Background: an optimization exercise with open tools, aiming at small area. Do not read the settings as production practice. No activity file was given, so power comes from the tool's default toggle rates.

==> flow/design.v <==
module treadle_law (
    input  wire               clk,
    input  wire               rst,       
    input  wire               sample,    
    input  wire               first,     
    input  wire               bias,      
    input  wire signed [31:0] r,
    input  wire signed [31:0] y,
    input  wire signed [23:0] kp,
    input  wire signed [23:0] ki,
    input  wire signed [23:0] kd,
    input  wire signed [23:0] kf,
    input  wire        [4:0]  shift,
    input  wire        [15:0] u0,
    input  wire        [15:0] umin,
    input  wire        [15:0] umax,
    output reg         [15:0] u,
    output reg                upd,       
    output reg                sat,
    output reg                hold
);
    localparam HW = 51;           
    reg        [47:0] integ;      
    reg        [31:0] y_q;        
    reg        [31:0] yp_q;       
    reg        [31:0] r_q;
    reg        [31:0] x_q;        
    reg        [71:0] chain;      
    reg        [23:0] ki_q;       
    reg      [HW-1:0] h;          
    reg               ovf;        
    reg               ovf_s;      
    reg        [15:0] u0_q;       
    reg        [15:0] umin_q, umax_q;
    reg        [4:0]  skip;       
    reg               dly;        
    reg               iz;         
    reg               sh0;        
    reg        [3:0]  ncol;       
    reg               bias_q;
    reg               started;
    reg               busy;
    reg        [6:0]  cnt;
    reg        [1:0]  ph;         
    reg               cy;         
    reg               unz;        
    wire first_eff = first | ~started;
    wire [71:0] chain_ld;
    genvar gj;
    generate
        for (gj = 0; gj < 12; gj = gj + 1) begin : g_ld
            assign chain_ld[2*((3*gj+14)%36) +: 2] = kp[2*gj +: 2];
            assign chain_ld[2*((3*gj+15)%36) +: 2] = kd[2*gj +: 2];
            assign chain_ld[2*((3*gj+16)%36) +: 2] = kf[2*gj +: 2];
        end
    endgenerate
    reg horner;                   
    reg v_last;                   
    reg in_s;                     
    reg s_first;                  
    reg in_fl;                    
    reg preload;                  
    reg satchk;                   
    wire lsb = (in_s & ph == 2'd2) | in_fl;
    wire sel_dy = in_s && ph == 2'd0;     
    wire sel_r  = in_s && ph == 2'd1;     
    wire [31:0] pa = sel_dy ? yp_q : r_q;
    wire [31:0] pb = sel_r ? 32'd0 : y_q;
    wire [32:0] pd;
    tl_cia #(.N(33), .B1(11), .B2(22)) u_sub (
        .a({pa[31], pa}), .b(~{pb[31], pb}), .ci(1'b1), .s(pd), .co());
    wire        p_ovh = ~sel_r & ~pd[32] & pd[31];
    wire        p_ovl = ~sel_r & pd[32] & (~pd[31] | ~|pd[30:0]);
    wire [31:0] px = p_ovh ? 32'h7FFFFFFF :
                     p_ovl ? 32'h80000001 : pd[31:0];
    wire b2 = horner ? ki_q[23] : chain[1];
    wire b1 = horner ? ki_q[22] : chain[0];
    wire b0 = horner ? (ki_q[21] & ~v_last) : (chain[67] & ~s_first);
    wire dyc = in_s & (ph == 2'd1);       
    wire bz = in_fl | ~(horner | in_s) | (horner & cnt[6] & hold & iz) | (dyc & iz);
    wire b_one = ~bz & (b1 ^ b0);
    wire b_two = ~bz & ((b2 & ~b1 & ~b0) | (~b2 & b1 & b0));
    wire b_neg = ~bz & (b2 ^ dyc);
    wire [33:0] xs  = {{2{x_q[31]}}, x_q};
    wire [33:0] mag = b_one ? xs : (b_two ? {xs[32:0], 1'b0} : 34'd0);
    wire [33:0] tt  = mag ^ {34{b_neg}};
    wire [HW-1:0] opa = horner ? {h[HW-3:0], integ[23:22] & {2{~iz}}} : h;
    wire [33:0] sum_lo;
    wire        c34;
    tl_cia #(.N(34), .B1(12), .B2(23)) u_add (
        .a(opa[33:0]), .b(tt), .ci(b_neg), .s(sum_lo), .co(c34));
    localparam UW = HW - 34;
    wire          up_inc = c34 & ~tt[33];
    wire          up_dec = ~c34 & tt[33];
    wire [UW-1:0] up_one, up_zero;
    assign up_one[0]  = 1'b1;
    assign up_zero[0] = 1'b1;
    genvar gk;
    generate
        for (gk = 1; gk < UW; gk = gk + 1) begin : g_up
            assign up_one[gk]  = up_one[gk-1] & opa[33+gk];
            assign up_zero[gk] = up_zero[gk-1] & ~opa[33+gk];
        end
    endgenerate
    wire [UW-1:0] sum_hi = opa[HW-1:34] ^
                           (({UW{up_inc}} & up_one) | ({UW{up_dec}} & up_zero));
    wire [HW-1:0] sum = {sum_hi, sum_lo};
    wire          v_min = (&h[HW-1:47]) & ~|h[46:0];    
    wire          h_ovf = ~(&h[HW-1:47]) & (|h[HW-1:47]);
    wire          satv  = ovf | h_ovf | v_min;
    wire          sgn   = ovf ? ovf_s : h[HW-1];
    wire [HW-1:0] satc  = sgn ? {{(HW-47){1'b1}}, 46'd0, 1'b1}
                              : {{(HW-47){1'b0}}, {47{1'b1}}};
    wire [HW-1:0] ld    = preload ? ({{(HW-24){integ[47]}}, integ[47:24]} & {HW{~iz}}) : satc;
    wire          load  = preload | (satchk & satv);
    wire [1:0]  sp   = sh0 ? {sum[0], dly} : sum[1:0];
    wire        col  = (skip == 5'd0) & (ncol != 4'd8);
    wire        upp  = (ncol == 4'd8);
    wire [2:0]  ssum = {1'b0, sp} + (col ? {1'b0, u0_q[1:0]} : 3'd0) + {2'b0, cy};
    wire        h_z  = ~|h[8:0] & ~(sh0 & dly);
    wire        h_m1 = &h[8:0] & (~sh0 | dly);
    wire        top_zero = (h_z & ~cy) | (h_m1 & cy);
    wire        top_neg  = h[8] & ~(h_m1 & cy);
    wire [15:0] w        = u0_q;
    wire        vbig     = ~top_neg & (~top_zero | unz);
    wire        w_gt_max, w_lt_min;
    tl_gt #(.N(16)) u_gt (.a(w), .b(umax_q), .gt(w_gt_max));
    tl_gt #(.N(16)) u_lt (.a(umin_q), .b(w), .gt(w_lt_min));
    wire        v_hi     = vbig | (~top_neg & w_gt_max);
    wire        v_lo     = top_neg | (~vbig & w_lt_min);
    wire        cutoff   = bias_q & ($signed(y_q) > 32'sd35000);
    wire        e_pos    = ~x_q[31] & |x_q;
    wire        e_neg    = x_q[31];
    always @(posedge clk) begin
        x_q   <= px;
        ki_q  <= {ki_q[21:0], ki_q[23:22]};
        chain <= {chain[1:0], chain[71:2]};
        ph    <= (ph == 2'd2) ? 2'd0 : ph + 2'd1;
        horner  <= busy & ((cnt >= 7'd1 && cnt <= 7'd12) | (cnt >= 7'd73 && cnt <= 7'd84));
        v_last  <= busy & ((cnt == 7'd12) | (cnt == 7'd84));
        in_s    <= busy & (cnt >= 7'd14 && cnt <= 7'd49);
        s_first <= busy & (cnt >= 7'd14 && cnt <= 7'd16);
        in_fl   <= busy & (cnt >= 7'd50 && cnt <= 7'd61);
        preload <= busy & (cnt == 7'd72);
        satchk  <= busy & ((cnt == 7'd13) | (cnt == 7'd85));
        cnt   <= cnt + 7'd1;
        upd   <= 1'b0;
        if (load)
            h <= ld;
        else if (lsb)
            h <= {{2{sum[HW-1]}}, sum[HW-1:2]};
        else
            h <= sum;
        if (preload)
            ovf <= 1'b0;
        else if ((horner | satchk) & h_ovf & ~ovf) begin
            ovf   <= 1'b1;
            ovf_s <= h[HW-1];
        end
        if (rst) begin
            busy    <= 1'b0;
            horner  <= 1'b0;
            in_s    <= 1'b0;
            in_fl   <= 1'b0;
            preload <= 1'b0;
            satchk  <= 1'b0;
            started <= 1'b0;
            u       <= 16'd0;
            sat     <= 1'b0;
            hold    <= 1'b0;
        end else if (sample && !busy) begin
            busy    <= 1'b1;
            started <= 1'b1;
            cnt     <= 7'd1;
            preload <= 1'b1;
            ph      <= 2'd1;
            ncol    <= 4'd0;
            cy      <= 1'b0;
            unz     <= 1'b0;
            r_q     <= r;
            y_q     <= y;
            yp_q    <= y_q;
            iz      <= first_eff;
            ki_q    <= {ki[1:0], ki[23:2]};
            chain   <= chain_ld;
            u0_q    <= u0;
            dly     <= 1'b0;
            umin_q  <= umin;
            umax_q  <= umax;
            skip    <= {1'b0, shift[4:1]} + {4'd0, shift[0]};
            sh0     <= shift[0];
            bias_q  <= bias;
        end else if (busy) begin
            if (horner)
                integ[23:0] <= {integ[21:0], integ[23:22]};
            if (cnt == 7'd87 && (!hold || iz))
                integ <= h[47:0];
            if (lsb) begin
                dly <= sum[1];
                if (skip != 5'd0)
                    skip <= skip - 5'd1;
                else
                    cy <= ssum[2];
                if (col) begin
                    u0_q <= {ssum[1:0], u0_q[15:2]};
                    ncol <= ncol + 4'd1;
                end
                if (upp)
                    unz <= unz | ssum[1] | ssum[0];
            end
            if (cnt == 7'd63) begin
                upd <= 1'b1;
                if (cutoff) begin
                    u    <= 16'd0;
                    sat  <= 1'b1;
                    hold <= e_pos;
                end else if (v_hi) begin
                    u    <= umax_q;
                    sat  <= 1'b1;
                    hold <= e_pos;
                end else if (v_lo) begin
                    u    <= umin_q;
                    sat  <= 1'b1;
                    hold <= e_neg;
                end else begin
                    u    <= w;
                    sat  <= 1'b0;
                    hold <= 1'b0;
                end
            end
            if (cnt == 7'd87)
                busy <= 1'b0;
        end
    end
endmodule
module tl_cia #(parameter N = 34, parameter B1 = 12, parameter B2 = 23) (
    input  wire [N-1:0] a,
    input  wire [N-1:0] b,
    input  wire         ci,
    output wire [N-1:0] s,
    output wire         co
);
    wire [N:0]   c;
    wire [N-1:0] s0;
    wire [N-1:0] pre;     
    genvar i;
    generate
        for (i = 0; i < N; i = i + 1) begin : g
            wire cin = (i == 0) ? ci : ((i == B1 || i == B2) ? 1'b0 : c[i]);
            assign s0[i]  = a[i] ^ b[i] ^ cin;
            assign c[i+1] = (a[i] & b[i]) | (a[i] & cin) | (b[i] & cin);
            if (i == B1 || i == B2 || i == 0)
                assign pre[i] = 1'b1;
            else
                assign pre[i] = pre[i-1] & s0[i-1];
        end
    endgenerate
    wire cb1 = c[B1];
    wire p1  = pre[B2-1] & s0[B2-1];
    wire cb2 = c[B2] | (p1 & cb1);
    wire p2  = pre[N-1] & s0[N-1];
    assign co = c[N] | (p2 & cb2);
    generate
        for (i = 0; i < N; i = i + 1) begin : g2
            if (i < B1)
                assign s[i] = s0[i];
            else if (i < B2)
                assign s[i] = s0[i] ^ (cb1 & pre[i]);
            else
                assign s[i] = s0[i] ^ (cb2 & pre[i]);
        end
    endgenerate
endmodule
module tl_gt #(parameter N = 16) (
    input  wire [N-1:0] a,
    input  wire [N-1:0] b,
    output wire         gt
);
    wire [N:0] g;
    assign g[0] = 1'b0;
    genvar i;
    generate
        for (i = 0; i < N; i = i + 1) begin : g_c
            assign g[i+1] = (a[i] & ~b[i]) | (~(a[i] ^ b[i]) & g[i]);
        end
    endgenerate
    assign gt = g[N];
endmodule
export LEC_CHECK = 0
export CAP_MARGIN = 20
export CORE_MARGIN = 2
export CORE_UTILIZATION = 80
export CTS_BUF_LIST = sky130_fd_sc_hd__clkbuf_16
export CTS_CLUSTER_DIAMETER = 80
export CTS_CLUSTER_SIZE = 24
export PLACE_DENSITY = 0.9
export SLEW_MARGIN = 20
create_clock -name core_clock -period 10.0 [get_ports {clk}]
standard.sh (not shown) runs the stock make flow with config.mk's settings and CLKGATE_MAP_FILE= SYNTH_SCRIPT=/design/flow/synth_recipe.tcl, a recipe that flattens the netlist after the stock synthesis.
==> flow/flow/run.sh <==
#!/bin/bash
# Standard layout, with buf_1 cells as the port buffers.
set -euo pipefail
bash standard.sh 'BUFFER_PORTS_ARGS=-buffer_cell sky130_fd_sc_hd__buf_1' finish > standard_make.log 2>&1
Next try:
--- a/flow/design.v
+++ b/flow/design.v
@@ -54,11 +54,9 @@
             assign chain_ld[2*((3*gj+16)%36) +: 2] = kf[2*gj +: 2];
         end
     endgenerate
     reg horner;                   
-    reg v_last;                   
     reg in_s;                     
-    reg s_first;                  
     reg in_fl;                    
     reg preload;                  
     reg satchk;                   
     wire lsb = (in_s & ph == 2'd2) | in_fl;
@@ -72,16 +70,20 @@
     wire        p_ovh = ~sel_r & ~pd[32] & pd[31];
     wire        p_ovl = ~sel_r & pd[32] & (~pd[31] | ~|pd[30:0]);
     wire [31:0] px = p_ovh ? 32'h7FFFFFFF :
                      p_ovl ? 32'h80000001 : pd[31:0];
-    wire b2 = horner ? ki_q[23] : chain[1];
-    wire b1 = horner ? ki_q[22] : chain[0];
-    wire b0 = horner ? (ki_q[21] & ~v_last) : (chain[67] & ~s_first);
-    wire dyc = in_s & (ph == 2'd1);       
-    wire bz = in_fl | ~(horner | in_s) | (horner & cnt[6] & hold & iz) | (dyc & iz);
-    wire b_one = ~bz & (b1 ^ b0);
-    wire b_two = ~bz & ((b2 & ~b1 & ~b0) | (~b2 & b1 & b0));
-    wire b_neg = ~bz & (b2 ^ dyc);
+    wire horner_n  = ~rst & busy & ((cnt >= 7'd1 && cnt <= 7'd12) | (cnt >= 7'd73 && cnt <= 7'd84));
+    wire v_last_n  = ~rst & busy & ((cnt == 7'd12) | (cnt == 7'd84));
+    wire in_s_n    = ~rst & busy & (cnt >= 7'd14 && cnt <= 7'd49);
+    wire s_first_n = ~rst & busy & (cnt >= 7'd14 && cnt <= 7'd16);
+    wire in_fl_n   = ~rst & busy & (cnt >= 7'd50 && cnt <= 7'd61);
+    wire [1:0] ph_n = (ph == 2'd2) ? 2'd0 : ph + 2'd1;
+    wire b2n = horner_n ? ki_q[21] : chain[3];
+    wire b1n = horner_n ? ki_q[20] : chain[2];
+    wire b0n = horner_n ? (ki_q[19] & ~v_last_n) : (chain[69] & ~s_first_n);
+    wire dyc_n = in_s_n & (ph_n == 2'd1);
+    wire bz_n  = in_fl_n | ~(horner_n | in_s_n) | (horner_n & cnt[6] & hold & iz) | (dyc_n & iz);
+    reg  b_one, b_two, b_neg;
     wire [33:0] xs  = {{2{x_q[31]}}, x_q};
     wire [33:0] mag = b_one ? xs : (b_two ? {xs[32:0], 1'b0} : 34'd0);
     wire [33:0] tt  = mag ^ {34{b_neg}};
     wire [HW-1:0] opa = horner ? {h[HW-3:0], integ[23:22] & {2{~iz}}} : h;
@@ -134,14 +136,15 @@
     always @(posedge clk) begin
         x_q   <= px;
         ki_q  <= {ki_q[21:0], ki_q[23:22]};
         chain <= {chain[1:0], chain[71:2]};
-        ph    <= (ph == 2'd2) ? 2'd0 : ph + 2'd1;
-        horner  <= busy & ((cnt >= 7'd1 && cnt <= 7'd12) | (cnt >= 7'd73 && cnt <= 7'd84));
-        v_last  <= busy & ((cnt == 7'd12) | (cnt == 7'd84));
-        in_s    <= busy & (cnt >= 7'd14 && cnt <= 7'd49);
-        s_first <= busy & (cnt >= 7'd14 && cnt <= 7'd16);
-        in_fl   <= busy & (cnt >= 7'd50 && cnt <= 7'd61);
+        ph    <= ph_n;
+        horner  <= horner_n;
+        in_s    <= in_s_n;
+        in_fl   <= in_fl_n;
+        b_one   <= ~bz_n & (b1n ^ b0n);
+        b_two   <= ~bz_n & ((b2n & ~b1n & ~b0n) | (~b2n & b1n & b0n));
+        b_neg   <= ~bz_n & (b2n ^ dyc_n);
         preload <= busy & (cnt == 7'd72);
         satchk  <= busy & ((cnt == 7'd13) | (cnt == 7'd85));
         cnt   <= cnt + 7'd1;
         upd   <= 1'b0;
@@ -280,9 +283,10 @@
     assign g[0] = 1'b0;
     genvar i;
     generate
         for (i = 0; i < N; i = i + 1) begin : g_c
-            assign g[i+1] = (a[i] & ~b[i]) | (~(a[i] ^ b[i]) & g[i]);
+            wire nb = ~b[i];
+            assign g[i+1] = (a[i] & nb) | (a[i] & g[i]) | (nb & g[i]);
         end
     endgenerate
     assign gt = g[N];
 endmodule
Effect: Worst hold slack gets worse by 3.8 ps. Routed wire length is about the same. Flip-flop and latch count goes up by 1. Power goes down by 0.55%. Non-clock buffer count goes up by 1. Critical path depth goes down by 1. Via count goes up by 1.2%.
No functional check of the RTL was part of any run of this note.

==> static timing again, ports no longer ideal <==
Ports are ideal in the flow. The routed layouts listed here were re-timed in OpenROAD.
Step 1 (the two cells are an assumption about what drives the block):
set clk [get_ports {clk}]
set_driving_cell -lib_cell sky130_fd_sc_hd__clkbuf_16 $clk
set_driving_cell -lib_cell sky130_fd_sc_hd__buf_2 [delete_from_list [all_inputs] $clk]
Step 2 adds t to the input delays and takes it off the output delays; t is the mean of the earliest and latest rising clock arrival at the registers after step 1. Input paths then give back, and output paths get back, about the clock's delay inside the block.
Three values: ideal, step 1, step 2; two values: the first two.
run	t (ns)	setup slack, ns	worst setup path at the end
the first run	0.601	0.394 / 0.394 / 0.394	register to register
the second run	0.597	0.720 / 0.720 / 0.720	register to register
After both steps setup and hold are still met in every run listed.
